This is an optimization exercise on Yosys and OpenROAD, whose aim is small area, a short achievable clock period and few clock cycles per item, not a production implementation.
In this exercise RTL edits were held to simulation tests only and were not proved equivalent to the original.

$ cat flow/config.mk
export PLATFORM = sky130hd
export DESIGN_NAME = aes256_enc
export DESIGN_NICKNAME = aes256_enc
export VERILOG_FILES = /design/flow/design.v
export SDC_FILE = /design/flow/constraint.sdc
export NUM_CORES = 4
export LEC_CHECK = 0
export CAP_MARGIN = 20
export CELL_PAD_IN_SITES_DETAIL_PLACEMENT = 0
export CELL_PAD_IN_SITES_GLOBAL_PLACEMENT = 1
export CORE_MARGIN = 2
export CORE_UTILIZATION = 55
export CTS_CLUSTER_DIAMETER = 80
export CTS_CLUSTER_SIZE = 25
export PLACE_DENSITY = 0.7
export SETUP_SLACK_MARGIN = 4.5
export SLEW_MARGIN = 20
export SYNTH_HIERARCHICAL = 1
export SYNTH_MINIMUM_KEEP_SIZE = 100
$ cat flow/constraint.sdc
create_clock -name core_clock -period 7.0 [get_ports {clk}]
set_input_delay 1.4000 -clock core_clock [delete_from_list [all_inputs] [get_ports {clk}]]
set_output_delay 1.4000 -clock core_clock [all_outputs]
set_load 0.01 [all_outputs]
$ cat flow/design.v
module aes_sb_in (
    input  wire [7:0] a,
    output wire [7:0] c,
    output wire [3:0] d
);
    function automatic [3:0] gf4_mul(input [3:0] a, input [3:0] b);
        reg [6:0] c;
        begin
            c[0] = a[0]&b[0];
            c[1] = (a[1]&b[0]) ^ (a[0]&b[1]);
            c[2] = (a[2]&b[0]) ^ (a[1]&b[1]) ^ (a[0]&b[2]);
            c[3] = (a[3]&b[0]) ^ (a[2]&b[1]) ^ (a[1]&b[2]) ^ (a[0]&b[3]);
            c[4] = (a[3]&b[1]) ^ (a[2]&b[2]) ^ (a[1]&b[3]);
            c[5] = (a[3]&b[2]) ^ (a[2]&b[3]);
            c[6] = a[3]&b[3];
            gf4_mul = {c[3]^c[6], c[2]^c[5]^c[6], c[1]^c[4]^c[5], c[0]^c[4]};
        end
    endfunction
    assign c = {a[5] ^ a[7], a[1] ^ a[4] ^ a[6] ^ a[7], a[2] ^ a[3], a[1] ^ a[5] ^ a[7], a[3] ^ a[4], a[2], a[2] ^ a[5] ^ a[6] ^ a[7], a[0] ^ a[2] ^ a[5] ^ a[7]};
    wire [3:0] ch = c[7:4];
    wire [3:0] cl = c[3:0];
    assign d = {ch[0] ^ ch[1] ^ ch[2], ch[1] ^ ch[2], ch[0] ^ ch[1], ch[2] ^ ch[3]} ^ {cl[3], cl[1] ^ cl[3], cl[2], cl[0] ^ cl[2]} ^ gf4_mul(ch, cl);
endmodule
module aes_sb_mid (
    input  wire [7:0] c,
    input  wire [3:0] d,
    output wire [7:0] ci
);
    function automatic [3:0] gf4_mul(input [3:0] a, input [3:0] b);
        reg [6:0] c;
        begin
            c[0] = a[0]&b[0];
            c[1] = (a[1]&b[0]) ^ (a[0]&b[1]);
            c[2] = (a[2]&b[0]) ^ (a[1]&b[1]) ^ (a[0]&b[2]);
            c[3] = (a[3]&b[0]) ^ (a[2]&b[1]) ^ (a[1]&b[2]) ^ (a[0]&b[3]);
            c[4] = (a[3]&b[1]) ^ (a[2]&b[2]) ^ (a[1]&b[3]);
            c[5] = (a[3]&b[2]) ^ (a[2]&b[3]);
            c[6] = a[3]&b[3];
            gf4_mul = {c[3]^c[6], c[2]^c[5]^c[6], c[1]^c[4]^c[5], c[0]^c[4]};
        end
    endfunction
    function automatic [3:0] gf4_inv(input [3:0] d);
        begin
            gf4_inv[0] = d[0] ^ d[1] ^ d[2] ^ (d[0]&d[2]) ^ (d[1]&d[2]) ^ (d[0]&d[1]&d[2]) ^ d[3] ^ (d[1]&d[2]&d[3]);
            gf4_inv[1] = (d[0]&d[1]) ^ (d[0]&d[2]) ^ (d[1]&d[2]) ^ d[3] ^ (d[1]&d[3]) ^ (d[0]&d[1]&d[3]);
            gf4_inv[2] = (d[0]&d[1]) ^ d[2] ^ (d[0]&d[2]) ^ d[3] ^ (d[0]&d[3]) ^ (d[0]&d[2]&d[3]);
            gf4_inv[3] = d[1] ^ d[2] ^ d[3] ^ (d[0]&d[3]) ^ (d[1]&d[3]) ^ (d[2]&d[3]) ^ (d[1]&d[2]&d[3]);
        end
    endfunction
    wire [3:0] di = gf4_inv(d);
    assign ci = {gf4_mul(c[7:4], di), gf4_mul(c[7:4] ^ c[3:0], di)};
endmodule
module aes_sb_out (
    input  wire [7:0] ci,
    output wire [7:0] y
);
    assign y = {ci[1] ^ ci[2] ^ ci[3], ci[4] ^ ci[5] ^ ci[6], ci[1] ^ ci[2] ^ ci[5] ^ ci[6], ci[0] ^ ci[3] ^ ci[4], ci[0] ^ ci[1] ^ ci[2] ^ ci[3] ^ ci[6], ci[0] ^ ci[2] ^ ci[3] ^ ci[5] ^ ci[6] ^ ci[7], ci[0] ^ ci[1] ^ ci[4], ci[0] ^ ci[1] ^ ci[2] ^ ci[3] ^ ci[5] ^ ci[7]} ^ 8'h63;
endmodule
module aes_sbox (
    input  wire [7:0] a,
    output wire [7:0] y
);
    wire [7:0] c, ci;
    wire [3:0] d;
    aes_sb_in  u_in  (.a(a), .c(c), .d(d));
    aes_sb_mid u_mid (.c(c), .d(d), .ci(ci));
    aes_sb_out u_out (.ci(ci), .y(y));
endmodule
module aes256_enc (
    input  wire         clk,
    input  wire         rst,         
    input  wire         in_valid,
    output wire         in_ready,
    input  wire [255:0] in_key,
    input  wire [127:0] in_data,
    output wire         out_valid,
    input  wire         out_ready,
    output wire [127:0] out_data
);
    reg [127:0] s0;              
    reg [127:0] s1_c;            
    reg [63:0]  s1_d;            
    reg [127:0] s2;              
    reg [127:0] ka0, ka1, ka2;
    reg [127:0] kb0, kb1, kb2;
    reg [31:0]  kc1;             
    reg [15:0]  kd1;
    reg [31:0]  kc2;
    reg         v0, v1, v2;      
    reg         p0, p1, p2;      
    reg         h0, h1, h2;      
    reg [3:0]   r0, r1, r2;      
    reg [1:0]   t0, t1, t2;      
    reg [1:0]   tag_in;          
    reg [1:0]   tag_out;         
    reg         ovalid;
    reg [127:0] obuf;
    assign out_valid = ovalid;
    assign out_data  = obuf;
    genvar i, c, r;
    wire [127:0] ark = s0 ^ ka0;
    wire [127:0] c_n;
    wire [63:0]  d_n;
    wire [31:0]  kc_n;
    wire [15:0]  kd_n;
    generate
        for (i = 0; i < 16; i = i + 1) begin : g_in
            aes_sb_in u (.a(ark[127-8*i -: 8]), .c(c_n[127-8*i -: 8]), .d(d_n[63-4*i -: 4]));
        end
        for (i = 0; i < 4; i = i + 1) begin : g_kin
            aes_sb_in u (.a(kb0[31-8*i -: 8]), .c(kc_n[31-8*i -: 8]), .d(kd_n[15-4*i -: 4]));
        end
    endgenerate
    wire [127:0] ci_n;
    wire [31:0]  kci_n;
    generate
        for (i = 0; i < 16; i = i + 1) begin : g_mid
            aes_sb_mid u (.c(s1_c[127-8*i -: 8]), .d(s1_d[63-4*i -: 4]), .ci(ci_n[127-8*i -: 8]));
        end
        for (i = 0; i < 4; i = i + 1) begin : g_kmid
            aes_sb_mid u (.c(kc1[31-8*i -: 8]), .d(kd1[15-4*i -: 4]), .ci(kci_n[31-8*i -: 8]));
        end
    endgenerate
    wire [127:0] sb, sr, mc;
    wire [31:0]  ksub;
    generate
        for (i = 0; i < 16; i = i + 1) begin : g_out
            aes_sb_out u (.ci(s2[127-8*i -: 8]), .y(sb[127-8*i -: 8]));
        end
        for (i = 0; i < 4; i = i + 1) begin : g_kout
            aes_sb_out u (.ci(kc2[31-8*i -: 8]), .y(ksub[31-8*i -: 8]));
        end
        for (c = 0; c < 4; c = c + 1) begin : g_shift_col
            for (r = 0; r < 4; r = r + 1) begin : g_shift_row
                assign sr[127-8*(4*c+r) -: 8] = sb[127-8*(4*((c+r)%4)+r) -: 8];
            end
        end
        for (c = 0; c < 4; c = c + 1) begin : g_mix
            wire [7:0] a0 = sr[127-32*c    -: 8];
            wire [7:0] a1 = sr[127-32*c-8  -: 8];
            wire [7:0] a2 = sr[127-32*c-16 -: 8];
            wire [7:0] a3 = sr[127-32*c-24 -: 8];
            wire [7:0] x0 = {a0[6:0], 1'b0} ^ (a0[7] ? 8'h1b : 8'h00);
            wire [7:0] x1 = {a1[6:0], 1'b0} ^ (a1[7] ? 8'h1b : 8'h00);
            wire [7:0] x2 = {a2[6:0], 1'b0} ^ (a2[7] ? 8'h1b : 8'h00);
            wire [7:0] x3 = {a3[6:0], 1'b0} ^ (a3[7] ? 8'h1b : 8'h00);
            assign mc[127-32*c    -: 8] = x0 ^ x1 ^ a1 ^ a2 ^ a3;
            assign mc[127-32*c-8  -: 8] = a0 ^ x1 ^ x2 ^ a2 ^ a3;
            assign mc[127-32*c-16 -: 8] = a0 ^ a1 ^ x2 ^ x3 ^ a3;
            assign mc[127-32*c-24 -: 8] = x0 ^ a0 ^ a1 ^ a2 ^ x3;
        end
    endgenerate
    wire [7:0]  rcon = r2[0] ? (8'h01 << r2[3:1]) : 8'h00;
    wire [31:0] p_0 = ka2[127:96] ^ {rcon, 24'h000000};
    wire [31:0] p_1 = p_0 ^ ka2[95:64];
    wire [31:0] p_2 = p_1 ^ ka2[63:32];
    wire [31:0] p_3 = p_2 ^ ka2[31:0];
    wire [127:0] k_next = {p_0 ^ ksub, p_1 ^ ksub, p_2 ^ ksub, p_3 ^ ksub};
    reg  free, write_out, out_park, enter;
    wire [1:0] tag_out_n = tag_out + {1'b0, write_out};
    wire       ovalid_n  = write_out || (ovalid && !out_ready);
    wire       turn_n    = (t1 == tag_out_n) && !ovalid_n;
    wire       fin_n     = v1 && !p1 && (r1 == 4'd14);
    wire       opark_n   = v1 && p1 && h1 && turn_n;
    wire       wout_n    = (fin_n && turn_n) || opark_n;
    wire accept = free && in_valid;
    assign in_ready = free;
    wire [127:0] result = (sr & {128{!out_park}}) ^ kb2;
    wire [127:0] obuf_d;
    aes_hold128 u_obuf_d (.load(write_out), .a(result), .q(obuf), .d(obuf_d));
    always @(posedge clk) begin
        s1_c <= c_n;
        s1_d <= d_n;
        ka1  <= ka0;
        kb1  <= kb0;
        kc1  <= r0[0] ? {kc_n[23:0], kc_n[31:24]} : kc_n;
        kd1  <= r0[0] ? {kd_n[11:0], kd_n[15:12]} : kd_n;
        p1   <= p0;
        h1   <= h0;
        r1   <= r0;
        t1   <= t0;
        s2   <= ci_n;
        ka2  <= ka1;
        kb2  <= kb1;
        kc2  <= kci_n;
        p2   <= p1;
        h2   <= h1;
        r2   <= r1;
        t2   <= t1;
        s0   <= free ? in_data          : mc;
        ka0  <= free ? in_key[255:128]  : (enter ? result : kb2);
        kb0  <= free ? in_key[127:0]    : (p2 ? ka2 : k_next);
        r0   <= free ? 4'd1             : r2 + 4'd1;
        p0   <= !free && (p2 || enter);
        h0   <= p2 && !h2;
        t0   <= free ? tag_in           : t2;
        obuf <= obuf_d;
        if (rst) begin
            v0      <= 1'b0;
            v1      <= 1'b0;
            v2      <= 1'b0;
            ovalid  <= 1'b0;
            tag_in  <= 2'd0;
            tag_out <= 2'd0;
            free      <= 1'b1;
            write_out <= 1'b0;
            out_park  <= 1'b0;
            enter     <= 1'b0;
        end else begin
            free      <= !v1 || wout_n;
            write_out <= wout_n;
            out_park  <= opark_n;
            enter     <= fin_n && !turn_n;
            v1      <= v0;
            v2      <= v1;
            v0      <= free ? in_valid : v2;
            ovalid  <= ovalid_n;
            if (accept)
                tag_in <= tag_in + 2'd1;
            if (write_out)
                tag_out <= tag_out + 2'd1;
        end
    end
endmodule
module aes_hold128 (
    input  wire         load,
    input  wire [127:0] a,
    input  wire [127:0] q,
    output wire [127:0] d
);
    assign d = load ? a : q;
endmodule
$ cat flow/flow/run.sh
#!/bin/bash
# The standard layout, with the port buffers that the placement step inserts
# on every input and output made sky130_fd_sc_hd__buf_2 (the default picks a
# delay cell). Everything else is the standard flow's own flow (standard.sh).
set -euo pipefail
export BUFFER_PORTS_ARGS="-buffer_cell sky130_fd_sc_hd__buf_2"
bash standard.sh > standard.log 2>&1
$ cat flow/standard.sh
#!/bin/bash
# synth_recipe.tcl (not shown) runs the flow's synth.tcl, then flattens the netlist and writes it again
# the make line also repeats each setting of config.mk as NAME=value (left out here)
make -C /OpenROAD-flow-scripts/flow DESIGN_CONFIG=/design/flow/config.mk WORK_HOME=/design/flow/orfs CLKGATE_MAP_FILE= SYNTH_SCRIPT=/design/flow/synth_recipe.tcl "${@:-finish}"
==> results.py, run 1 <==
metrics = {
    "clocking": {
        "cts_root_buf": "clkbuf_16",
        "cts_buffers": 79,
        "clk_path_buf_depth": 3,
        "clock-sinks": 1460,
        "cts_tree": "done",
        "ctsHoldBuffers": 0,
        "clk_latency_ps": 710,
        "clkTransAtPathRegs_ps": 100,
        "htreeDepth": 3,
    },
    "critical_path": {
        "crit_fanout": 3,
        "r2r_end": "s0[6]$_DFF_P_",
        "cp_num_buf_inv": 1,
        "crit_path_max_incr_delay_ps": 380,
        "cp.required_ps": 5600,
        "crit_type": "reg -> out",
        "cp.depth": 1,
        "worstSetupEndpoint": "in_ready",
        "worstSetupStartpoint": "free$_SDFF_PP1_",
        "r2r_slack_ps": 4400,
        "critPathLaunchType": "register",
        "cp.arrival_ps": 1200,
        "cpLargestDelayFamily": "flip-flops",
        "r2r-start": "s2[117]$_DFF_P_",
        "reg2reg_depth": 6,
        "slowest_stage": "dfxtp_4",
        "path_cells": "buf_6",
        "endpoint_kind": "primary output",
    },
    "synthesis": {
        "synth_cell_type_count": 78,
        "synth_top_family_by_area": "XOR/XNOR gates",
        "syn_avg_cell_area_um2": 9.544,
        "synth_edf_count": 0,
        "ys.flop_type": "dfxtp_1",
        "synth-simple-area-share_pct": 11.09,
        "synth-compound-area-share_pct": 6.971,
        "synthMuxAreaShare_pct": 4.653,
        "synth_area_um2": 73570,
        "ys_ff_latch": 1460,
        "yosysTopAreaCellShare_pct": 39.73,
        "ys_async_sr_fraction_pct": 0,
        "syn_inst": 7709,
        "ys_seq_area_share_pct": 39.73,
        "yosysTopAreaCell": "dfxtp_1",
        "synthXorXnorAreaFrac_pct": 33.40,
        "synthAdderAreaFrac_pct": 1.816,
        "syn-num-nets": 8179,
        "yosysWarnings": 9,
        "synthTopCellsByArea": "dfxtp_1 (40%), xnor2_1 (20%), xor2_1 (9.4%), nand2_1 (4.6%), mux2_2 (3.5%)",
    },
    "route": {
        "dr.pass1.iters": 6,
        "drt_iter0_drc": 4415,
        "wl_per_cell_um": 22.53,
        "vias": 53990,
        "wl_um": 227400,
        "ant_nets": 0,
        "vias_per_cell": 5.349,
        "drc": 0,
    },
    "global_route": {
        "grt_overflow": 0,
        "grt_antenna_before_repair": 7,
        "first_global_vias": 51160,
        "grt_max_degree": 193,
        "grt_first_pass_wirelength_um": 328600,
        "grt_usage_pct": 32.14,
    },
    "sta": {
        "final_max_slew_viol_count": 0,
        "tightest_slew_ps": 1097,
        "fin_worst_skew_ps": 37.40,
        "hold_viol": 0,
        "setup_violations": 0,
        "tns_ps": 0,
        "min_period_over_period_pct": 37.17,
        "rsz0062_at_grt": "yes",
        "max_clock_freq_mhz": 384.3,
        "finalCriticalPeriod_ps": 2602,
        "slew-limit-headroom_pct": 26.86,
    },
    "floorplan": {
        "die_area_um2": 136700,
        "initial_core_util_pct": 55.27,
        "dieWidth_um": 369.7,
        "core_area_um2": 133100,
        "pin_count": 518,
        "die_h_um": 369.7,
        "num_rows": 134,
    },
    "place": {
        "hpwl_um": 174900,
        "portBuffers": 517,
        "gp_congestion": 0.9302,
    },
    "final_layout": {
        "nets": 8751,
        "regArea_um2": 29580,
        "drive_above_1_share_pct": 21.17,
        "fillCellCount": 11170,
        "final_core_utilization_pct": 65.02,
        "multi_input_area_um2": 46280,
        "area_growth_pct": 17.65,
    },
    "hold_path": {
        "hold_class": "reg -> reg",
    },
    "run": {
        "maxCapViolCount": 0,
    },
    "status": {
        "status": "finished clean",
    },
}
==> flip-flops by register name (all words and copies together), names as in the netlist, 16 cells and up <==
signal / flops
s1_c: 128
s2: 128
kb2: 128
s1_d: 64
kb1: 128
obuf: 128
kd1: 16
ka1: 128
kc2: 32
ka0: 128
kc1: 32
kb0: 128
s0: 128
ka2: 128
==> layer usage <==
layer	up-vias	part of all wire, %	global-route usage (%)
li1	25920	-	-
met1	26060	44	44.89
met2	1693	47	52.77
met3	317	5.7	3.505
met4	4	3.3	8.841
met5	-	0.011	0
==> per-module statistics from Yosys, one instance, submodules excluded <==
module       cells  area [um^2]
aes256_enc    7567        71960
aes_hold128    142         1619
==> how the worst min path moves through the flow <==
| stage | start | slack [ps] | to | depth (start not counted) |
|---|---|---|---|---|
| after floorplan | h0$_DFF_P_ | 310 | h1$_DFF_P_ | 0 |
| after global routing | ka1[107]$_DFF_P_ | 320 | ka2[107]$_DFF_P_ | 0 |
| after detailed placement | ka1[102]$_DFF_P_ | 310 | ka2[102]$_DFF_P_ | 0 |
| after CTS | kb0[103]$_DFF_P_ | 320 | kb1[103]$_DFF_P_ | 0 |
| final | kb0[103]$_DFF_P_ | 320 | kb1[103]$_DFF_P_ | 0 |
| after global placement | kb1[104]$_DFF_P_ | 310 | kb2[104]$_DFF_P_ | 0 |
==> synth_stat cells (19+ instances only) <==
master	instances
or3_1	22
mux2_2	228
clkbuf_1	214
buf_1	30
nor3_1	45
nor2_1	585
a21oi_1	166
xnor2_2	28
o211ai_1	22
inv_1	136
xnor3_1	92
nand2b_1	113
nand3_1	99
mux2i_1	81
xnor2_1	1667
ha_1	62
a22oi_1	44
fa_1	20
nand2_1	911
nor2b_1	77
o21ai_0	487
xor2_1	791
o32ai_1	19
o22ai_1	33
dfxtp_1	1460
==> cell usage in the layout (no fill, tap or decap), types with 12 or more instances in the layout <==
master	n
xor2_2	78
clkbuf_16	81
nand2b_1	112
buf_4	224
xor2_1	674
a21oi_1	166
buf_2	387
ha_1	56
maj3_1	16
o211a_1	12
nor2_1	565
dfxtp_4	34
dfxtp_2	177
buf_6	139
nand3_1	99
o211ai_1	22
o32ai_1	18
o21ai_0	483
inv_2	16
nor2_2	18
a211oi_1	14
xnor2_1	1477
a32oi_1	15
nor2b_1	76
or3_1	22
xnor3_1	86
o22ai_1	33
fa_1	20
a22oi_1	40
xor2_4	53
mux2i_1	80
nand2_1	908
mux2_2	227
inv_1	123
xnor2_4	52
xnor2_2	168
dfxtp_1	1249
a31oi_1	16
nor3_1	45
==> logic make-up (layout without fill, tap and decap cells) <==
family                   count (synthesis)  count (layout)
XOR/XNOR                              2604            2604
AND/OR/NAND/NOR                       1923            1925
flip-flops                            1460            1460
AO/OA/AOI/OAI                          892             892
buffers and inverters                  421            1034
multiplexers                           311             311
adder cells (fa/ha/maj)                 98              98
other                                    0               1
==> layout make-up <==
class	instances	share of cell area (%)
multi-input combinational	5830	53.46
sequential	1460	34.17
timing repair buffer	760	6.217
tap	1768	2.556
clock buffer	87	2.414
inverter	150	0.6750
clock inverter	37	0.5045
antenna	1	0.002891
==> per-stage QoR <==
step / cell area, um^2 / setup WS, ps / cells / hold WS, ps
2_1_floorplan: 73720 / 4482 / 7709 / 309.6
3_3_place_gp: 77830 / 3819 / 9778 / 309.8
3_5_place_dp: 77860 / 4012 / 9778 / 312.1
4_1_cts: 83830 / 4349 / 9970 / 316.9
5_1_grt: 86560 / 4340 / 10090 / 324.5
6_report: 86560 / 4398 / 10090 / 318.1
==> what timing repair did <==
item | CTS | global route
gates cloned | 2 | 0
pin swaps | 51 | 133
gates resized for setup | 550 | 298
endpoints found under the setup margin | 604 | 421
hold endpoints to repair | 0 | 0
setup buffers | 66 | 122
Testbench counts, summed over its fixed seeds: cycles 28,912, blocks 2,048.
==> run 2, diff against run 1 <==
--- a/flow/design.v
+++ b/flow/design.v
@@ -164,10 +164,15 @@
     wire       opark_n   = v1 && p1 && h1 && turn_n;
     wire       wout_n    = (fin_n && turn_n) || opark_n;
     wire accept = free && in_valid;
-    assign in_ready = free;
+    reg ready;
+    assign in_ready = ready;
     wire [127:0] result = (sr & {128{!out_park}}) ^ kb2;
     wire [127:0] obuf_d;
-    aes_hold128 u_obuf_d (.load(write_out), .a(result), .q(obuf), .d(obuf_d));
+    wire         ready_d;
+    aes_hold128 u_obuf_d (
+        .load(write_out), .a(result), .q(obuf), .d(obuf_d),
+        .v1(v1), .wout_n(wout_n), .ready_d(ready_d)
+    );
     always @(posedge clk) begin
         s1_c <= c_n;
         s1_d <= d_n;
@@ -203,11 +208,13 @@
             tag_in  <= 2'd0;
             tag_out <= 2'd0;
             free      <= 1'b1;
+            ready     <= 1'b1;
             write_out <= 1'b0;
             out_park  <= 1'b0;
             enter     <= 1'b0;
         end else begin
             free      <= !v1 || wout_n;
+            ready     <= ready_d;
             write_out <= wout_n;
             out_park  <= opark_n;
             enter     <= fin_n && !turn_n;
@@ -226,7 +233,11 @@
     input  wire         load,
     input  wire [127:0] a,
     input  wire [127:0] q,
-    output wire [127:0] d
-);
-    assign d = load ? a : q;
-endmodule
+    output wire [127:0] d,
+    input  wire         v1,
+    input  wire         wout_n,
+    output wire         ready_d
+);
+    assign d       = load ? a : q;
+    assign ready_d = !v1 || wout_n;
+endmodule
==> results.py, run 2 <==
metrics = {
    "status": {
        "status": "finished clean",
    },
    "critical_path": {
        "cp_num_buf_inv": 1,
        "cpLargestDelayFamily": "flip-flops",
        "cp.required_ps": 5600,
        "cp.arrival_ps": 1220,
        "slowest_stage": "dfxtp_4",
        "crit_path_max_incr_delay_ps": 380,
        "crit_type": "reg -> out",
        "path_cells": "buf_6",
        "r2r_slack_ps": 4440,
        "critPathLaunchType": "register",
        "endpoint_kind": "primary output",
        "crit_fanout": 2,
    },
    "synthesis": {
        "ys_ff_latch": 1461,
        "yosysWarnings": 9,
        "synth_edf_count": 0,
        "synth_cell_type_count": 81,
        "synthTopCellsByArea": "dfxtp_1 (40%), xnor2_1 (20%), xor2_1 (9.3%), nand2_1 (4.7%), mux2_2 (3.4%)",
        "syn_inst": 7705,
        "ys_seq_area_share_pct": 39.79,
        "syn-num-nets": 8175,
        "yosysTopAreaCell": "dfxtp_1",
        "synthMostInstantiatedCell": "xnor2_1",
        "synth_commonest_cells": "xnor2_1 (1693), dfxtp_1 (1461), nand2_1 (912), xor2_1 (777), nor2_1 (594)",
        "synth_area_um2": 73510,
        "yosysTopAreaCellShare_pct": 39.79,
        "syn_avg_cell_area_um2": 9.540,
        "ys_async_sr_fraction_pct": 0,
        "ys.flop_type": "dfxtp_1",
    },
    "floorplan": {
        "core_area_um2": 133100,
        "die_area_um2": 136600,
        "num_rows": 134,
        "pin_count": 518,
        "dieWidth_um": 369.6,
        "die_h_um": 369.6,
        "initial_core_util_pct": 55.22,
    },
    "clocking": {
        "cts_root_buf": "clkbuf_16",
        "clock-sinks": 1461,
        "clkTransAtPathRegs_ps": 100,
        "htreeDepth": 3,
        "cts_tree": "done",
        "clk_latency_ps": 720,
        "cts_buffers": 82,
        "clk_path_buf_depth": 3,
    },
    "global_route": {
        "grt_overflow": 0,
        "grt_first_pass_wirelength_um": 324100,
        "grt_max_degree": 210,
        "grt_antenna_before_repair": 13,
        "first_global_vias": 51320,
        "grt_usage_pct": 31.64,
    },
    "sta": {
        "tns_ps": 0,
        "tightest_slew_ps": 1120,
        "max_clock_freq_mhz": 382.4,
        "hold_viol": 0,
        "rsz0062_at_grt": "yes",
        "final_max_slew_viol_count": 0,
        "fin_worst_skew_ps": 29.66,
        "finalCriticalPeriod_ps": 2615,
        "min_period_over_period_pct": 37.36,
        "slew-limit-headroom_pct": 25.33,
        "setup_violations": 0,
    },
    "final_layout": {
        "drive_above_1_share_pct": 20.68,
        "final_common_cell": "xnor2_1",
        "final_cell_mix": "xnor2_1 (1494), dfxtp_1 (1255), nand2_1 (911)",
        "fin_cells": 10050,
        "area_growth_pct": 17.42,
        "nets": 8710,
    },
    "route": {
        "ant_nets": 0,
        "drc": 0,
        "drt_iter0_drc": 4054,
        "dr.pass1.iters": 5,
        "wl_um": 223700,
        "vias_per_cell": 5.333,
        "wl_per_cell_um": 22.25,
        "vias": 53610,
    },
    "place": {
        "portBuffers": 517,
        "gp_congestion": 0.9517,
        "hpwl_um": 173000,
        "dpl.cell_count": 9776,
    },
    "hold_path": {
        "hold_class": "reg -> reg",
    },
    "run": {
        "maxCapViolCount": 0,
    },
}
run 2: cell types whose count changed in the layout (fill, tap and decap cells not counted), moves of 11 or more:
cell	previous run	this run
o21ai_1	9	44
buf_4	224	192
xor2_2	78	64
o211ai_1	22	33
o21ai_0	483	436
o22ai_1	33	19
nor2_1	565	581
nor3_1	45	56
a21oi_1	166	147
a211oi_1	14	27
xnor2_1	1477	1494
run 2: cells by family (layout without fill, tap and decap cells):
family,Yosys count,after routing,synth area share (%)
AO/OA/AOI/OAI,881,881,7.008
XOR/XNOR,2603,2603,33.23
adder cells (fa/ha/maj),96,96,1.791
buffers and inverters,428,1006,2.383
flip-flops,1461,1461,39.79
multiplexers,315,315,4.752
other,0,1,0
AND/OR/NAND/NOR,1921,1921,11.05
run 2: worst paths after layout:
check | start | end | cells after the start
worst max-delay path | obuf[74]$_DFF_P_ | out_data[74] | 1
worst min-delay path | kb1[81]$_DFF_P_ | kb2[81]$_DFF_P_ | 0
worst min register to register | kb1[81]$_DFF_P_ | kb2[81]$_DFF_P_ | 0
worst max register to register | kc2[25]$_DFF_P_ | kb0[31]$_DFF_P_ | 8
run 2: area by class of cell:
cell class | count | area (um^2)
diodes | 1 | 2.502
clock inverters | 33 | 474.2
multi-input cells | 5816 | 46080
repair buffers | 724 | 5099
inverters | 155 | 613.1
clock buffers | 94 | 2233
fillers | 11010 | 46810
well taps | 1768 | 2212
flip-flops and latches | 1461 | 29600
run 2: per-layer routing:
| metal | vias up | wire length (um) | track usage, % |
|---|---|---|---|
| li1 | 25860 | - | - |
| met1 | 25730 | 98790 | 43.92 |
| met2 | 1713 | 103400 | 51.05 |
| met3 | 304 | 13070 | 3.367 |
| met4 | 2 | 8417 | 11.40 |
| met5 | - | 11 | 0 |
run 2: modules after synthesis (local to each module, per instance):
module,flops+latches,cells inside,times used,area (um^2)
aes_hold128,0,143,1,1625
aes256_enc,1461,7562,1,71880
run 2: per-stage QoR:
stage	setup slack [ps]	cell area [um^2]	utilization (%)	hold WS [ps]
2_1_floorplan	4482	73700	-	309.6
3_3_place_gp	3870	77840	58.47	310.0
3_5_place_dp	3853	77840	58.48	312.1
4_1_cts	4301	83820	62.96	320.3
5_1_grt	4363	86310	64.84	331.8
6_report	4385	86320	64.84	318.9
run 2: repair_timing:
action | CTS | global route
hold endpoints to repair | 0 | 0
hold buffers | 0 | 0
endpoints found under the setup margin | 402 | 370
pin swaps | 41 | 114
buffers inserted | 50 | 98
resized for setup | 550 | 270
Testbench counts of run 2, summed over its fixed seeds: cycles 28,912, blocks 2,048.
==> run 3, diff against run 2 <==
--- a/flow/config.mk
+++ b/flow/config.mk
@@ -13,7 +13,7 @@
 export CTS_CLUSTER_DIAMETER = 80
 export CTS_CLUSTER_SIZE = 25
 export PLACE_DENSITY = 0.7
-export SETUP_SLACK_MARGIN = 4.5
+export SETUP_SLACK_MARGIN = 4.35
 export SLEW_MARGIN = 20
 export SYNTH_HIERARCHICAL = 1
 export SYNTH_MINIMUM_KEEP_SIZE = 100
==> results.py, run 3 <==
metrics = {
    "global_route": {
        "grt_usage_pct": 31.90,
        "grt_antenna_before_repair": 8,
        "grt_first_pass_wirelength_um": 325800,
        "grt_max_degree": 179,
        "first_global_vias": 50880,
        "grt_overflow": 0,
    },
    "route": {
        "dr.pass1.iters": 6,
        "drt_iter0_drc": 4645,
        "drc": 0,
        "ant_nets": 0,
        "wl_um": 225100,
        "vias_per_cell": 5.326,
        "wl_per_cell_um": 22.57,
        "vias": 53100,
    },
    "final_layout": {
        "regArea_um2": 29390,
        "final_cell_mix": "xnor2_1 (1563), dfxtp_1 (1381), nand2_1 (912)",
        "nets": 8624,
        "fillCellCount": 11470,
        "area_growth_pct": 13.19,
        "drive_above_1_share_pct": 16.60,
        "final_common_cell": "xnor2_1",
        "multi_input_area_um2": 44670,
    },
    "critical_path": {
        "crit_type": "reg -> reg",
        "cp.required_ps": 7610,
        "reg2reg_depth": 6,
        "path_cells": "xnor2_1 > xor2_1 > xor2_1 > xor2_1 > xnor2_1 > mux2_2",
        "crit_path_max_incr_delay_ps": 660,
        "cpMostUsedCell": "xor2_1",
        "endpoint_kind": "register",
        "crit_fanout": 4,
        "cp.arrival_ps": 3310,
        "r2r_slack_ps": 4300,
        "r2r_end": "s0[62]$_DFF_P_",
        "critPathLaunchType": "register",
        "worstSetupStartpoint": "s2[70]$_DFF_P_",
        "r2r-start": "s2[70]$_DFF_P_",
        "slowest_stage": "xor2_1",
    },
    "synthesis": {
        "synthMostInstantiatedCell": "xnor2_1",
        "yosysWarnings": 9,
        "synthTopCellsByArea": "dfxtp_1 (40%), xnor2_1 (20%), xor2_1 (9.3%), nand2_1 (4.7%), mux2_2 (3.4%)",
        "synth_commonest_cells": "xnor2_1 (1693), dfxtp_1 (1461), nand2_1 (912), xor2_1 (777), nor2_1 (594)",
        "syn_inst": 7705,
        "ys_ff_latch": 1461,
        "syn_avg_cell_area_um2": 9.540,
        "ys.flop_type": "dfxtp_1",
        "synth_cell_type_count": 81,
        "syn-num-nets": 8175,
        "ys_seq_area_share_pct": 39.79,
        "synth_area_um2": 73510,
        "synth_edf_count": 0,
        "yosysTopAreaCellShare_pct": 39.79,
        "yosysTopAreaCell": "dfxtp_1",
        "ys_async_sr_fraction_pct": 0,
    },
    "clocking": {
        "clock-sinks": 1461,
        "clk_latency_ps": 730,
        "cts_tree": "done",
        "ctsHoldBuffers": 0,
        "clk_path_buf_depth": 3,
        "clkTransAtPathRegs_ps": 100,
        "htreeDepth": 3,
        "cts_buffers": 81,
        "cts_root_buf": "clkbuf_16",
    },
    "hold_path": {
        "min_from": "kb1[86]$_DFF_P_",
        "min_to": "kb2[86]$_DFF_P_",
        "hold_class": "reg -> reg",
        "holdPathStages": 0,
    },
    "floorplan": {
        "pin_count": 518,
        "die_h_um": 369.6,
        "initial_core_util_pct": 55.22,
        "num_rows": 134,
        "core_area_um2": 133100,
        "die_area_um2": 136600,
        "dieWidth_um": 369.6,
    },
    "sta": {
        "slew-limit-headroom_pct": 22.84,
        "fin_hold_ws_ps": 319.3,
        "fin_worst_skew_ps": 32.87,
        "tightest_slew_ps": 1157,
        "max_clock_freq_mhz": 370.0,
        "final_max_slew_viol_count": 0,
        "finalCriticalPeriod_ps": 2703,
        "tns_ps": 0,
        "setup_violations": 0,
        "min_period_over_period_pct": 38.61,
        "rsz0062_at_grt": "yes",
        "hold_viol": 0,
    },
    "status": {
        "status": "finished clean",
    },
    "place": {
        "portBuffers": 517,
        "gp_congestion": 0.9496,
        "hpwl_um": 173600,
    },
    "run": {
        "maxCapViolCount": 0,
    },
}
==> run 3: worst max-delay path, delay by kind of cell (launching register included) <==
kind | cells | cell delay [ps]
XOR/XNOR | 5 | 1910
flip-flops | 1 | 390
multiplexers | 1 | 290
==> run 3: worst max-delay path by stage <==
stage	end	slack [ps]	cells after the start
6_report	s0[62]$_DFF_P_	4300	6
5_1_grt	s0[7]$_DFF_P_	4240	6
4_1_cts	s2[109]$_DFF_P_	4180	8
3_5_place_dp	s2[109]$_DFF_P_	3920	8
3_3_place_gp	s2[109]$_DFF_P_	3890	8
2_1_floorplan	s2[101]$_DFF_P_	4470	9
==> run 3: cell type report <==
class	instances	share of cell area [%]
Antenna cell	4	0.01203
Clock buffer	89	2.534
Clock inverter	39	0.6782
Inverter	155	0.7248
Multi-Input combinational cell	5818	53.69
Sequential cell	1461	35.32
Tap cell	1768	2.659
Timing Repair Buffer	637	4.380
==> run 3: kinds of logic (layout without fill, tap and decap cells) <==
group                    after synthesis  in the layout  share of synthesized area, %
AO/OA/AOI/OAI                        881            881                         7.008
flip-flops                          1461           1461                         39.79
XOR/XNOR                            2603           2603                         33.23
buffers and inverters                428            920                         2.383
other                                  0              4                             0
AND/OR/NAND/NOR                     1921           1923                         11.05
adder cells (fa/ha/maj)               96             96                         1.791
multiplexers                         315            315                         4.752
==> run 3: metal layers <==
layer	up-vias	part of all wire [%]	global-route usage (%)	wire, um
met5	-	0	0	0
met4	0	4.3	12.48	9581
met3	311	5.8	3.661	13170
met2	1613	46	51.22	102600
met1	25510	44	43.92	99770
li1	25670	-	-	-
==> run 3: per-module statistics from Yosys, one instance, submodules excluded <==
module | flip-flops and latches | cells | area, um^2 | copies in the design
aes_hold128 | 0 | 143 | 1625 | 1
aes256_enc | 1461 | 7562 | 71880 | 1
==> run 3: metrics by stage <==
step           std cells  util [%]  instance area, um^2  setup slack, ps
2_1_floorplan       7705         -                73520             4470
3_3_place_gp        9772     58.33                77650             3889
3_5_place_dp        9772     58.34                77660             3917
4_1_cts             9922     61.34                81650             4179
5_1_grt             9967     62.49                83190             4243
6_report            9971     62.50                83200             4297
==> run 3: repair_timing <==
action | CTS | global route
pin swaps | 10 | 35
gates cloned | 2 | 0
gates resized for setup | 186 | 181
endpoints found under the setup margin | 210 | 195
buffers inserted | 20 | 45
==> run 4, diff against run 3 <==
--- a/flow/design.v
+++ b/flow/design.v
@@ -95,7 +95,8 @@
     reg [1:0]   tag_out;         
     reg         ovalid;
     reg [127:0] obuf;
-    assign out_valid = ovalid;
+    reg oflag;
+    assign out_valid = oflag;
     assign out_data  = obuf;
     genvar i, c, r;
     wire [127:0] ark = s0 ^ ka0;
@@ -169,9 +170,11 @@
     wire [127:0] result = (sr & {128{!out_park}}) ^ kb2;
     wire [127:0] obuf_d;
     wire         ready_d;
+    wire         oflag_d;
     aes_hold128 u_obuf_d (
         .load(write_out), .a(result), .q(obuf), .d(obuf_d),
-        .v1(v1), .wout_n(wout_n), .ready_d(ready_d)
+        .v1(v1), .wout_n(wout_n), .ready_d(ready_d),
+        .wout(write_out), .ovalid(oflag), .out_ready(out_ready), .ovalid_d(oflag_d)
     );
     always @(posedge clk) begin
         s1_c <= c_n;
@@ -209,12 +212,14 @@
             tag_out <= 2'd0;
             free      <= 1'b1;
             ready     <= 1'b1;
+            oflag     <= 1'b0;
             write_out <= 1'b0;
             out_park  <= 1'b0;
             enter     <= 1'b0;
         end else begin
             free      <= !v1 || wout_n;
             ready     <= ready_d;
+            oflag     <= oflag_d;
             write_out <= wout_n;
             out_park  <= opark_n;
             enter     <= fin_n && !turn_n;
@@ -236,8 +241,13 @@
     output wire [127:0] d,
     input  wire         v1,
     input  wire         wout_n,
-    output wire         ready_d
+    output wire         ready_d,
+    input  wire         wout,
+    input  wire         ovalid,
+    input  wire         out_ready,
+    output wire         ovalid_d
 );
     assign d       = load ? a : q;
     assign ready_d = !v1 || wout_n;
-endmodule
+    assign ovalid_d = wout || (ovalid && !out_ready);
+endmodule
--- a/flow/config.mk
+++ b/flow/config.mk
@@ -13,7 +13,7 @@
 export CTS_CLUSTER_DIAMETER = 80
 export CTS_CLUSTER_SIZE = 25
 export PLACE_DENSITY = 0.7
-export SETUP_SLACK_MARGIN = 4.35
+export SETUP_SLACK_MARGIN = 4.7
 export SLEW_MARGIN = 20
 export SYNTH_HIERARCHICAL = 1
 export SYNTH_MINIMUM_KEEP_SIZE = 100
==> results.py, run 4 <==
metrics = {
    "status": {
        "status": "finished clean",
    },
    "clocking": {
        "clock-sinks": 1462,
        "cts_buffers": 78,
        "htreeDepth": 3,
        "ctsHoldBuffers": 0,
        "cts_tree": "done",
        "clk_path_buf_depth": 3,
        "clkTransAtPathRegs_ps": 100,
        "clk_latency_ps": 720,
        "cts_root_buf": "clkbuf_16",
    },
    "synthesis": {
        "synth_area_um2": 72800,
        "synthTopCellsByArea": "dfxtp_1 (40%), xnor2_1 (20%), xor2_1 (9.0%), nand2_1 (4.7%), mux2_2 (3.5%)",
        "synth_cell_type_count": 77,
        "yosysTopAreaCellShare_pct": 40.20,
        "yosysWarnings": 9,
        "synthMostInstantiatedCell": "xnor2_1",
        "yosysTopAreaCell": "dfxtp_1",
        "synth_commonest_cells": "xnor2_1 (1664), dfxtp_1 (1462), nand2_1 (921), xor2_1 (748), nor2_1 (575)",
        "ys.flop_type": "dfxtp_1",
        "syn_avg_cell_area_um2": 9.636,
        "synth_edf_count": 0,
        "syn_inst": 7555,
        "syn-num-nets": 8025,
        "ys_ff_latch": 1462,
        "ys_seq_area_share_pct": 40.20,
        "ys_async_sr_fraction_pct": 0,
    },
    "global_route": {
        "grt_antenna_before_repair": 14,
        "grt_max_degree": 100,
        "grt_usage_pct": 33.70,
        "first_global_vias": 52160,
        "grt_overflow": 0,
        "grt_first_pass_wirelength_um": 341200,
    },
    "sta": {
        "slew-limit-headroom_pct": 28.59,
        "tightest_slew_ps": 1071,
        "min_period_over_period_pct": 37.17,
        "tns_ps": 0,
        "finalCriticalPeriod_ps": 2602,
        "rsz0062_at_grt": "yes",
        "setup_slack_ps": 4398,
        "fin_hold_ws_ps": 318.9,
        "setup_violations": 0,
        "hold_viol": 0,
        "fin_worst_skew_ps": 37.89,
        "final_max_slew_viol_count": 0,
        "max_clock_freq_mhz": 384.4,
    },
    "critical_path": {
        "cpLargestDelayFamily": "flip-flops",
        "slowest_stage": "dfxtp_2",
        "r2r-start": "s1_d[53]$_DFF_P_",
        "cp.required_ps": 5600,
        "crit_path_max_incr_delay_ps": 380,
        "crit_type": "reg -> out",
        "worstSetupStartpoint": "obuf[52]$_DFF_P_",
        "endpoint_kind": "primary output",
        "cp.arrival_ps": 1200,
        "path_cells": "buf_6",
        "cp_num_buf_inv": 1,
        "critPathLaunchType": "register",
        "crit_fanout": 2,
    },
    "floorplan": {
        "die_h_um": 367.8,
        "num_rows": 133,
        "initial_core_util_pct": 55.38,
        "dieWidth_um": 367.8,
        "core_area_um2": 131500,
        "pin_count": 518,
        "die_area_um2": 135300,
    },
    "route": {
        "ant_nets": 0,
        "wl_um": 237700,
        "vias": 54740,
        "wl_per_cell_um": 23.31,
        "drc": 0,
        "vias_per_cell": 5.366,
        "dr.pass1.iters": 5,
        "drt_iter0_drc": 4659,
    },
    "place": {
        "portBuffers": 517,
        "pre_cts_ws_ps": 3721,
        "hpwl_um": 175200,
        "gp_congestion": 0.9290,
    },
    "final_layout": {
        "area_growth_pct": 24.36,
        "final_cell_mix": "xnor2_1 (1366), dfxtp_1 (1204), nand2_1 (895)",
        "final_common_cell": "xnor2_1",
        "fillCellCount": 10250,
        "nets": 8874,
        "drive_above_1_share_pct": 28.72,
    },
    "hold_path": {
        "min_from": "kb1[107]$_DFF_P_",
        "hold_class": "reg -> reg",
    },
    "run": {
        "maxCapViolCount": 0,
    },
}
==> run 4: metal layers <==
| layer | wire length (um) | track usage [%] | vias to the layer above |
|---|---|---|---|
| li1 | - | - | 25840 |
| met1 | 105500 | 47.49 | 26720 |
| met2 | 109600 | 54.20 | 1836 |
| met3 | 13440 | 3.451 | 343 |
| met4 | 9077 | 11.05 | 4 |
| met5 | 29 | 0 | - |
==> run 4: worst paths after layout <==
check                          end  slack, ps  cells after the start
setup / recovery      out_data[52]       4400                      1
hold reg to reg   kb2[107]$_DFF_P_        320                      0
hold / removal    kb2[107]$_DFF_P_        320                      0
setup reg to reg   s2[105]$_DFF_P_       4550                      8
==> run 4: per-module statistics from Yosys (local to each module, per instance) <==
module       cells inside  times used  flip-flops and latches  area [um^2]
aes256_enc           7410           1                    1462        71170
aes_hold128           145           1                       0         1637
==> run 4: what timing repair did <==
item                                    in CTS  in global routing
pin swaps                                  189                275
gates resized for setup                    843                488
buffers inserted                           215                234
gates cloned                                 5                  1
hold endpoints to repair                     0                  0
endpoints found under the setup margin     636                447
==> run 4: cell type report <==
cell class / count / area [um^2] / share of cell area [%]
flip-flops and latches: 1462 / 29780 / 32.89
diodes: 1 / 2.502 / 0.002764
inverters: 154 / 608.1 / 0.6717
multi-input cells: 5695 / 47920 / 52.94
clock buffers: 92 / 2118 / 2.340
well taps: 1755 / 2196 / 2.425
clock inverters: 28 / 347.8 / 0.3842
repair buffers: 1013 / 7556 / 8.346
==> run 4: cell families (layout without fill, tap and decap cells) <==
kind of cell    after synthesis  count (layout)  share of synthesized area [%]
compound gates              827             827                          6.558
xor+xnor                   2595            2597                          33.92
fa+ha+maj                    86              86                          1.670
buf+inv                     401            1287                          2.246
flops                      1462            1462                          40.20
mux                         301             301                          4.546
other cells                   0               1                              0
simple gates               1883            1884                          10.86
==> run 4: stage by stage <==
stage | instance area (um^2) | instances | utilization [%]
2_1_floorplan | 73470 | 7555 | -
3_3_place_gp | 77330 | 9624 | 58.83
3_5_place_dp | 77330 | 9624 | 58.83
4_1_cts | 85970 | 9964 | 65.39
5_1_grt | 90530 | 10200 | 68.86
6_report | 90530 | 10200 | 68.87
Testbench counts of run 4, summed over its fixed seeds: cycles 28,912, blocks 2,048.
==> run 5, diff against run 4 <==
--- a/flow/config.mk
+++ b/flow/config.mk
@@ -9,11 +9,11 @@
 export CELL_PAD_IN_SITES_DETAIL_PLACEMENT = 0
 export CELL_PAD_IN_SITES_GLOBAL_PLACEMENT = 1
 export CORE_MARGIN = 2
-export CORE_UTILIZATION = 55
+export CORE_UTILIZATION = 62
 export CTS_CLUSTER_DIAMETER = 80
 export CTS_CLUSTER_SIZE = 25
-export PLACE_DENSITY = 0.7
-export SETUP_SLACK_MARGIN = 4.7
+export PLACE_DENSITY = 0.75
+export SETUP_SLACK_MARGIN = 4.5
 export SLEW_MARGIN = 20
 export SYNTH_HIERARCHICAL = 1
 export SYNTH_MINIMUM_KEEP_SIZE = 100
==> results.py, run 5 <==
metrics = {
    "synthesis": {
        "synthAdderAreaFrac_pct": 1.671,
        "synthMostInstantiatedCell": "xnor2_1",
        "ys_async_sr_fraction_pct": 0,
        "synth-simple-area-share_pct": 10.86,
        "yosysWarnings": 9,
        "yosysTopAreaCellShare_pct": 40.20,
        "synth-compound-area-share_pct": 6.558,
        "syn-num-nets": 8025,
        "synth_cell_type_count": 77,
        "ys.flop_type": "dfxtp_1",
        "synth_area_um2": 72800,
        "ys_ff_latch": 1462,
        "synthMuxAreaShare_pct": 4.546,
        "synth_commonest_cells": "xnor2_1 (1664), dfxtp_1 (1462), nand2_1 (921), xor2_1 (748), nor2_1 (575)",
        "yosysTopAreaCell": "dfxtp_1",
        "synth_top_family_by_area": "XOR/XNOR gates",
        "synthXorXnorAreaFrac_pct": 33.92,
        "syn_inst": 7555,
        "syn_avg_cell_area_um2": 9.636,
        "synth_edf_count": 0,
        "synthTopCellsByArea": "dfxtp_1 (40%), xnor2_1 (20%), xor2_1 (9.0%), nand2_1 (4.7%), mux2_2 (3.5%)",
        "ys_seq_area_share_pct": 40.20,
    },
    "clocking": {
        "cts_root_buf": "clkbuf_16",
        "clock-sinks": 1462,
        "clkTransAtPathRegs_ps": 100,
        "cts_tree": "done",
        "clk_path_buf_depth": 3,
        "cts_buffers": 75,
        "clk_latency_ps": 700,
        "ctsHoldBuffers": 0,
        "htreeDepth": 3,
    },
    "sta": {
        "final_max_slew_viol_count": 0,
        "min_period_over_period_pct": 38.10,
        "setup_violations": 0,
        "rsz0062_at_grt": "yes",
        "fin_worst_skew_ps": 35.12,
        "hold_viol": 0,
        "tns_ps": 0,
        "slew-limit-headroom_pct": 29.11,
        "finalCriticalPeriod_ps": 2667,
        "max_clock_freq_mhz": 374.9,
        "tightest_slew_ps": 1056,
        "fin_hold_ws_ps": 315.3,
    },
    "route": {
        "wl_um": 219500,
        "dr_wl_met3_um": 15430,
        "vias_per_cell": 5.537,
        "ant_nets": 0,
        "drc": 0,
        "vias": 53450,
        "wl_per_cell_um": 22.75,
        "topRoutingLayerUsed": "met5",
        "wl_met1_um": 93440,
        "wl_met2_um": 100100,
        "dr.pass1.iters": 8,
        "drt_iter0_drc": 4682,
    },
    "floorplan": {
        "initial_core_util_pct": 62.57,
        "dieWidth_um": 346.7,
        "num_rows": 125,
        "die_h_um": 346.7,
        "core_area_um2": 116400,
        "die_area_um2": 120200,
        "pin_count": 518,
    },
    "final_layout": {
        "nets": 8565,
        "drive_above_1_share_pct": 20.29,
        "final_cell_mix": "xnor2_1 (1529), dfxtp_1 (1253), nand2_1 (917)",
        "final_common_cell": "xnor2_1",
        "area_growth_pct": 15.46,
    },
    "critical_path": {
        "cp.required_ps": 7520,
        "cp_num_buf_inv": 0,
        "crit_fanout": 6,
        "crit_type": "reg -> reg",
        "slowest_stage": "xor2_1",
        "critPathLaunchType": "register",
        "path_cells": "xnor2_1 > xor2_1 > xor2_1 > xnor2_1 > xnor2_1 > o21ai_1",
        "cpMostUsedCell": "xnor2_1",
        "crit_path_max_incr_delay_ps": 810,
        "cp.arrival_ps": 3190,
        "endpoint_kind": "register",
        "cpLargestDelayFamily": "XOR/XNOR gates",
    },
    "place": {
        "hpwl_um": 168800,
        "portBuffers": 517,
        "gp_congestion": 0.9639,
    },
    "global_route": {
        "grt_usage_pct": 35.18,
        "grt_first_pass_wirelength_um": 319400,
        "grt_overflow": 0,
        "grt_max_degree": 197,
        "grt_antenna_before_repair": 11,
        "first_global_vias": 51050,
    },
    "status": {
        "status": "finished clean",
    },
    "run": {
        "maxCapViolCount": 0,
    },
    "hold_path": {
        "hold_class": "reg -> reg",
    },
}
run 5: area by class of cell:
class / count / area (um^2)
sequential: 1462 / 29620
fill: 8762 / 32300
inverter: 154 / 605.6
tap: 1524 / 1907
multi-input combinational: 5692 / 44650
timing repair buffer: 710 / 4916
clock buffer: 85 / 2009
clock inverter: 24 / 357.8
antenna: 1 / 2.502
run 5: layer usage:
| metal | up-vias | global-route usage, % |
|---|---|---|
| met1 | 25750 | 48.17 |
| met3 | 396 | 4.559 |
| met2 | 2073 | 56.33 |
| li1 | 25220 | - |
| met4 | 4 | 14.53 |
| met5 | - | 0 |
run 5: modules after synthesis (local to each module, per instance):
| module | area (um^2) | times used | cells |
|---|---|---|---|
| aes256_enc | 71170 | 1 | 7410 |
| aes_hold128 | 1637 | 1 | 145 |
run 5: repair_timing:
item / 4_1_cts / 5_1_grt
buffers inserted: 38 / 111
gates resized for setup: 480 / 248
setup endpoints to repair: 418 / 389
pin swaps: 29 / 121
run 5: per-stage QoR:
stage,cells,utilization [%],instance area (um^2),setup slack (ps)
2_1_floorplan,7555,-,72890,4492
3_3_place_gp,9393,65.93,76710,4018
3_5_place_dp,9393,65.93,76720,3918
4_1_cts,9540,70.31,81810,4289
5_1_grt,9651,72.24,84060,4296
6_report,9652,72.24,84060,4333
run 5: logic make-up (layout without fill, tap and decap cells):
logic type | after synthesis | count (layout)
compound gates | 827 | 827
xor+xnor | 2595 | 2595
fa+ha+maj | 86 | 86
buf+inv | 401 | 973
flops | 1462 | 1462
mux | 301 | 301
other cells | 0 | 1
simple gates | 1883 | 1883
run 5: worst paths after layout:
kind,slack (ps),start,to,cells after the start
setup / recovery,4330,s2[99]$_DFF_P_,s0[69]$_DFF_P_,6
hold / removal,320,t0[0]$_DFF_P_,t1[0]$_DFF_P_,0
setup reg to reg,4330,s2[99]$_DFF_P_,s0[69]$_DFF_P_,6
hold reg to reg,320,t0[0]$_DFF_P_,t1[0]$_DFF_P_,0

## static timing again, ports no longer ideal
No port has a modelled driver above. Below, the same layouts with a new extraction and two added sets of constraints.
Step 1, drivers: a clkbuf_16 drives clk and a buf_2 each remaining input, both assumed.
Step 2 also shifts input and output timing later by t, the mid clock arrival at the registers, as if the neighbouring blocks saw the same clock.
a / b / c = ideal ports / drivers / drivers and shift; a / b = the first two.
| run | t, ns | setup WS [ns] | hold WS [ns] | clock arrival spread, ns |
|---|---|---|---|---|
| run 1 | 0.774 | 4.398 / 4.316 / 4.404 | 0.318 / 0.318 / 0.318 | 0.042 / 0.042 |
| run 2 | 0.784 | 4.385 / 4.304 / 4.443 | 0.319 / 0.319 / 0.319 | 0.037 / 0.037 |
| run 3 | 0.794 | 4.297 / 4.287 / 4.297 | 0.319 / 0.319 / 0.319 | 0.039 / 0.039 |
| run 4 | 0.784 | 4.398 / 4.313 / 4.461 | 0.319 / 0.319 / 0.319 | 0.042 / 0.041 |
| run 5 | 0.772 | 4.333 / 4.329 / 4.333 | 0.315 / 0.315 / 0.315 | 0.043 / 0.043 |
After both steps setup and hold are still met in every run listed.
